This design comes from an exercise in tuning for small area, a short achievable clock period and few clock cycles per item on the open sky130 flow, not from production work.
At most, simulation tests tie the RTL to the original design; equivalence was not proved.

== run a ==
// gcm_pipe
module gcm_pipe (
    input  wire         clk,
    input  wire         rst,
    input  wire         start,
    output wire         start_ready,
    input  wire [255:0] key,
    input  wire [9:0]   circuit,
    input  wire [63:0]  frame_count,
    input  wire         epoch,
    input  wire         link_role,
    input  wire [19:0]  len_bytes,
    input  wire         in_valid,
    output wire         in_ready,
    input  wire [127:0] in_data,
    output wire         out_valid,
    input  wire         out_ready,
    output wire [127:0] out_data,
    output wire         out_last
);
    localparam [1:0] J_NONE = 2'd0, J_H = 2'd1, J_CTR = 2'd2, J_J0 = 2'd3;
    reg         sr;                  
    reg [255:0] key_r;
    reg [9:0]   circ;
    reg [63:0]  fc;
    reg         lr, ep;
    reg [19:0]  len_r;
    wire        accept = start && sr;
    wire [16:0] n_blk  = {1'b0, len_bytes[19:4]} + {16'd0, (len_bytes[3:0] != 4'd0)};
    reg         go;                  
    reg         hq;                  
  ...
clock: 10.0 ns
lec_check: 0
abc_area: 1
cap_margin: 20
core_margin: 2
core_utilization: 50
place_density: 0.6
setup_slack_margin: 5
slew_margin: 20
standard.sh (not shown) runs the stock make flow with config.mk's settings and CLKGATE_MAP_FILE= SYNTH_SCRIPT=/design/flow/synth_recipe.tcl, a recipe that flattens the netlist after the stock synthesis.
==> flow/flow/run.sh <==
#!/bin/bash
# Own layout flow: the standard flow (standard.sh) unchanged, except that
# timing repair aims at a setup slack of 6 ns rather than 5 ns
# (SETUP_SLACK_MARGIN), so the layout is pushed below a 5 ns period.
# Log: layout.log (synthesis to final layout; ORFS's own logs are in orfs/logs).
set -euo pipefail
sed "s/SETUP_SLACK_MARGIN=5 /SETUP_SLACK_MARGIN=6 /" standard.sh > own_standard.sh
grep -q "SETUP_SLACK_MARGIN=6 " own_standard.sh
bash own_standard.sh > layout.log 2>&1
Run a did not finish; the tool stopped in 5_1_grt with error GRT-0232.
The following lists how run b was set up differently from run a:
Settings: CORE_UTILIZATION changed from 50 to 40; PLACE_DENSITY changed from 0.6 to 0.5.
==> flow/flow/run.sh <==
#!/bin/bash
# Own layout flow: the standard flow (standard.sh) unchanged, except that
# timing repair aims at a setup slack of 7 ns rather than 5 ns
# (SETUP_SLACK_MARGIN), so the layout is pushed below a 5 ns period.
# Log: layout.log (synthesis to final layout; ORFS's own logs are in orfs/logs).
set -euo pipefail
sed "s/SETUP_SLACK_MARGIN=5 /SETUP_SLACK_MARGIN=7 /" standard.sh > own_standard.sh
grep -q "SETUP_SLACK_MARGIN=7 " own_standard.sh
bash own_standard.sh > layout.log 2>&1
Findings:
Tool error GRT-0116 stopped run b during 5_1_grt; no final results.
Run a -> run b: portion of the post-synthesis area used by sequential elements delta 0, exact match
Max final HPWL from detailed placement across run b and run a: run b
[compare] base=run a new=run b: final weighted congestion in routability-driven placement decreased 3.5%; post-place instance area increased 1.1%.
Function was not checked in any run of this note: the RTL went through the layout flow alone.

========
v25:
gcm_pipe, a different RTL version from the one above (not shown whole).
For scale: roughly 18,000 cells after synthesis, roughly 620 I/O pins, roughly 0.18 mm^2 of cells after synthesis.
export LEC_CHECK = 0
export ABC_AREA = 1
export CAP_MARGIN = 20
export CORE_MARGIN = 2
export CORE_UTILIZATION = 42
export PLACE_DENSITY = 0.52
export SETUP_SLACK_MARGIN = 5
export SLEW_MARGIN = 20
create_clock -name core_clock -period 10.0 [get_ports {clk}]
==> flow/flow/run.sh <==
#!/bin/bash
# Own layout flow: the standard flow (standard.sh), with two changes:
#  - Yosys's final technology mapping (its abc call) uses flow/abc.script, an
#    area-oriented ABC script, in place of ORFS's. That step does not touch
#    the registers, so they are the standard synthesis's, with the same names.
#  - timing repair aims at a setup slack of 6.5 ns rather than 5 ns
#    (SETUP_SLACK_MARGIN), so the layout is pushed below a 5 ns period.
# Logs: synth.log (synthesis), layout.log (floorplan to final layout); ORFS's
# own logs are in orfs/logs.
set -euo pipefail
W=$(pwd)
cat > "$W/own_synth.tcl" <<EOF
proc abc {args} {
  set i [lsearch -exact \$args -script]
  if {\$i >= 0} {
    set args [lreplace \$args [expr {\$i + 1}] [expr {\$i + 1}] $W/flow/abc.script]
  }
  puts "own flow: abc \$args"
  yosys abc {*}\$args
}
source $W/synth_recipe.tcl
EOF
sed "s#$W/synth_recipe.tcl#$W/own_synth.tcl#g; s/SETUP_SLACK_MARGIN=5 /SETUP_SLACK_MARGIN=6.5 /" standard.sh > own_standard.sh
grep -q own_synth.tcl own_standard.sh
grep -q "SETUP_SLACK_MARGIN=6.5 " own_standard.sh
bash own_standard.sh synth > synth.log 2>&1
grep -q "own flow: abc -script $W/flow/abc.script" orfs/logs/*/gcm_pipe/base/1_2_yosys.log
bash own_standard.sh > layout.log 2>&1
==> flow/flow/abc.script <==
&get -n
&st
&dch
&nf
&put
buffer -c
topo
stime -c
upsize -c
dnsize -c
Every stage of the flow completed for v25, and the final layout passed the timing, design-rule and antenna checks.
For v16, these inputs were changed with respect to v25:
# v25
export LEC_CHECK = 0
export ABC_AREA = 1
export CAP_MARGIN = 20
export CORE_MARGIN = 2
export CORE_UTILIZATION = 42
export PLACE_DENSITY = 0.52
export SETUP_SLACK_MARGIN = 5
export SLEW_MARGIN = 20
create_clock -name core_clock -period 10.0 [get_ports {clk}]
# v16
export LEC_CHECK = 0
export ABC_AREA = 1
export CAP_MARGIN = 20
export CORE_MARGIN = 2
export CORE_UTILIZATION = 47
export PLACE_DENSITY = 0.58
export SETUP_SLACK_MARGIN = 5
export SLEW_MARGIN = 20
create_clock -name core_clock -period 10.0 [get_ports {clk}]
### Flow results
Delta (v16 minus v25): proportion of cell area spent on the clock network level, post-CTS repair timing setup buffer count moved down, number of antenna repair diodes moved down. Wire: v16 routes less than v25. From v25 to v16 the numbers moved as follows: post-layout minimum cycle time up 31 ps, multi-input combinational gate total roughly the same. v25 leaves more setup margin than v16. Global-route usage delta for v16 relative to v25: 2.9 points higher. Number of ports placed on the die boundary came out exactly the same in v25 and v16. Compared with v25, v16 shows a via count that is 2,616 higher.
No functional check of the RTL was part of any run of this note.

========
Another version of the RTL of gcm_pipe (not shown whole).
For scale: about 18000 cells after synthesis, about 2300 flip-flops, roughly 620 I/O pins, ~170000 sq um of cells after synthesis.
==> flow/design.v (excerpt) <==
module gcm_pipe (
    input  wire         clk,
    input  wire         rst,
    input  wire         start,
    output wire         start_ready,
    input  wire [255:0] key,
    input  wire [9:0]   circuit,
    input  wire [63:0]  frame_count,
    input  wire         epoch,
    input  wire         link_role,
    input  wire [19:0]  len_bytes,
    input  wire         in_valid,
    output wire         in_ready,
    input  wire [127:0] in_data,
    output wire         out_valid,
    input  wire         out_ready,
    output wire [127:0] out_data,
    output wire         out_last
);
export LEC_CHECK = 0
export ABC_AREA = 1
export CAP_MARGIN = 30
export CORE_MARGIN = 2
export CORE_UTILIZATION = 40
export PLACE_DENSITY = 0.5
export SETUP_SLACK_MARGIN = 5
export SLEW_MARGIN = 30
create_clock -name core_clock -period 10.0 [get_ports {clk}]
==> flow/flow/run.sh <==
#!/bin/bash
# Own layout flow: the standard flow (standard.sh), with these changes:
#  - Yosys's final technology mapping (its abc call) uses flow/abc.script, an
#    area-oriented ABC script, in place of ORFS's, and no 3-input XOR cells. That step does not touch
#    the registers, so they are the standard synthesis's, with the same names.
#  - up to 10 rounds of antenna repair after detailed routing (not 5);
#  - timing repair aims at a setup slack of 6.5 ns rather than 5 ns
#    (SETUP_SLACK_MARGIN), so the layout is pushed below a 5 ns period;
#  - the buffer that placement puts on every input and output port is a
#    sky130_fd_sc_hd__buf_1 (BUFFER_PORTS_ARGS) rather than the delay buffer
#    that buffer_ports picks by itself; timing repair may resize it;
#  - clock tree synthesis (CTS_ARGS) drives the register clusters with
#    sky130_fd_sc_hd__clkbuf_4 rather than clkbuf_16, and adds no dummy loads.
# Logs: synth.log (synthesis), layout.log (floorplan to final layout); ORFS's
# own logs are in orfs/logs.
set -euo pipefail
W=$(pwd)
cat > "$W/own_synth.tcl" <<EOF
proc abc {args} {
  set i [lsearch -exact \$args -script]
  if {\$i >= 0} {
    set args [lreplace \$args [expr {\$i + 1}] [expr {\$i + 1}] $W/flow/abc.script]
  }
  lappend args -dont_use sky130_fd_sc_hd__xor3_1 -dont_use sky130_fd_sc_hd__xor3_2 -dont_use sky130_fd_sc_hd__xor3_4
  lappend args -dont_use sky130_fd_sc_hd__xnor3_1 -dont_use sky130_fd_sc_hd__xnor3_2 -dont_use sky130_fd_sc_hd__xnor3_4
  puts "own flow: abc \$args"
  yosys abc {*}\$args
}
source $W/synth_recipe.tcl
EOF
sed "s#$W/synth_recipe.tcl#$W/own_synth.tcl#g; s/SETUP_SLACK_MARGIN=5 /SETUP_SLACK_MARGIN=6.5 MAX_REPAIR_ANTENNAS_ITER_DRT=10 /" standard.sh > own_standard.sh
grep -q own_synth.tcl own_standard.sh
grep -q "SETUP_SLACK_MARGIN=6.5 " own_standard.sh
export BUFFER_PORTS_ARGS="-buffer_cell sky130_fd_sc_hd__buf_1"
export CTS_ARGS="-sink_clustering_enable -repair_clock_nets -sink_clustering_buffer sky130_fd_sc_hd__clkbuf_4 -dont_use_dummy_load"
bash own_standard.sh synth > synth.log 2>&1
grep -q "own flow: abc -script $W/flow/abc.script" orfs/logs/*/gcm_pipe/base/1_2_yosys.log
bash own_standard.sh > layout.log 2>&1
==> flow/flow/abc.script <==
&get -n
&st
&dch
&nf -R 1000
&put
buffer -c
topo
stime -c
upsize -c
dnsize -c
The starting point went through all stages and came out clean.
Testbench counts at the start, summed over its fixed seeds: cycles 73,543, blocks 10,308.
Next try:
--- a/flow/flow/run.sh
+++ b/flow/flow/run.sh
@@ -6,3 +6,3 @@
 #  - up to 10 rounds of antenna repair after detailed routing (not 5);
-#  - timing repair aims at a setup slack of 6.5 ns rather than 5 ns
+#  - timing repair aims at a setup slack of 6.6 ns rather than 5 ns
 #    (SETUP_SLACK_MARGIN), so the layout is pushed below a 5 ns period;
@@ -30,5 +30,5 @@
 EOF
-sed "s#$W/synth_recipe.tcl#$W/own_synth.tcl#g; s/SETUP_SLACK_MARGIN=5 /SETUP_SLACK_MARGIN=6.5 MAX_REPAIR_ANTENNAS_ITER_DRT=10 /" standard.sh > own_standard.sh
+sed "s#$W/synth_recipe.tcl#$W/own_synth.tcl#g; s/SETUP_SLACK_MARGIN=5 /SETUP_SLACK_MARGIN=6.6 MAX_REPAIR_ANTENNAS_ITER_DRT=10 /" standard.sh > own_standard.sh
 grep -q own_synth.tcl own_standard.sh
-grep -q "SETUP_SLACK_MARGIN=6.5 " own_standard.sh
+grep -q "SETUP_SLACK_MARGIN=6.6 " own_standard.sh
 export BUFFER_PORTS_ARGS="-buffer_cell sky130_fd_sc_hd__buf_1"
==> flow/flow/abc.script (replaced) <==
&get -n
&st
&dch
&nf
&put
buffer -c
topo
stime -c
upsize -c
dnsize -c
Outcome:
- The changed run passed the timing, design-rule and antenna checks
- design area went up by 2.5%
- first-iteration DRC count went up by 6.9%
- wire length came out higher by 3.0%
- area after synthesis barely changes
- sequential cell count does not change
- die area stays flat

-- static timing again, ports no longer ideal --
The results above use ideal ports. As a check the final layouts listed here were re-extracted and re-timed, cells and wires unchanged. Step 1 (the two cells are an assumption about what drives the block):
set clk [get_ports {clk}]
set_driving_cell -lib_cell sky130_fd_sc_hd__clkbuf_16 $clk
set_driving_cell -lib_cell sky130_fd_sc_hd__buf_2 [delete_from_list [all_inputs] $clk]
Step 2 adds t to the input delays and takes it off the output delays; t is the mean of the earliest and latest rising clock arrival at the registers after step 1. Input paths then give back, and output paths get back, about the clock's delay inside the block. Slacks: ideal ports / drivers / drivers and shift; pairs: ideal ports / drivers.
| run | shift t [ns] | slack for setup (ns) | worst data-port slew with drivers (ns) |
|---|---|---|---|
| v25 | 1.064 | 6.247 / 6.247 / 5.702 | 0.17 |
| v16 | 1.077 | 6.216 / 6.216 / 5.673 | 0.11 |
| the first run of note 3 | 1.111 | 6.353 / 6.333 / 6.235 | 0.19 |
| the second run of note 3 | 1.074 | 6.348 / 6.348 / 6.126 | 0.14 |
After both steps every run listed still meets setup and hold. The setup slack of v25, which loses most, moves by 0.000 ns with the drivers and by -0.545 ns with both steps.
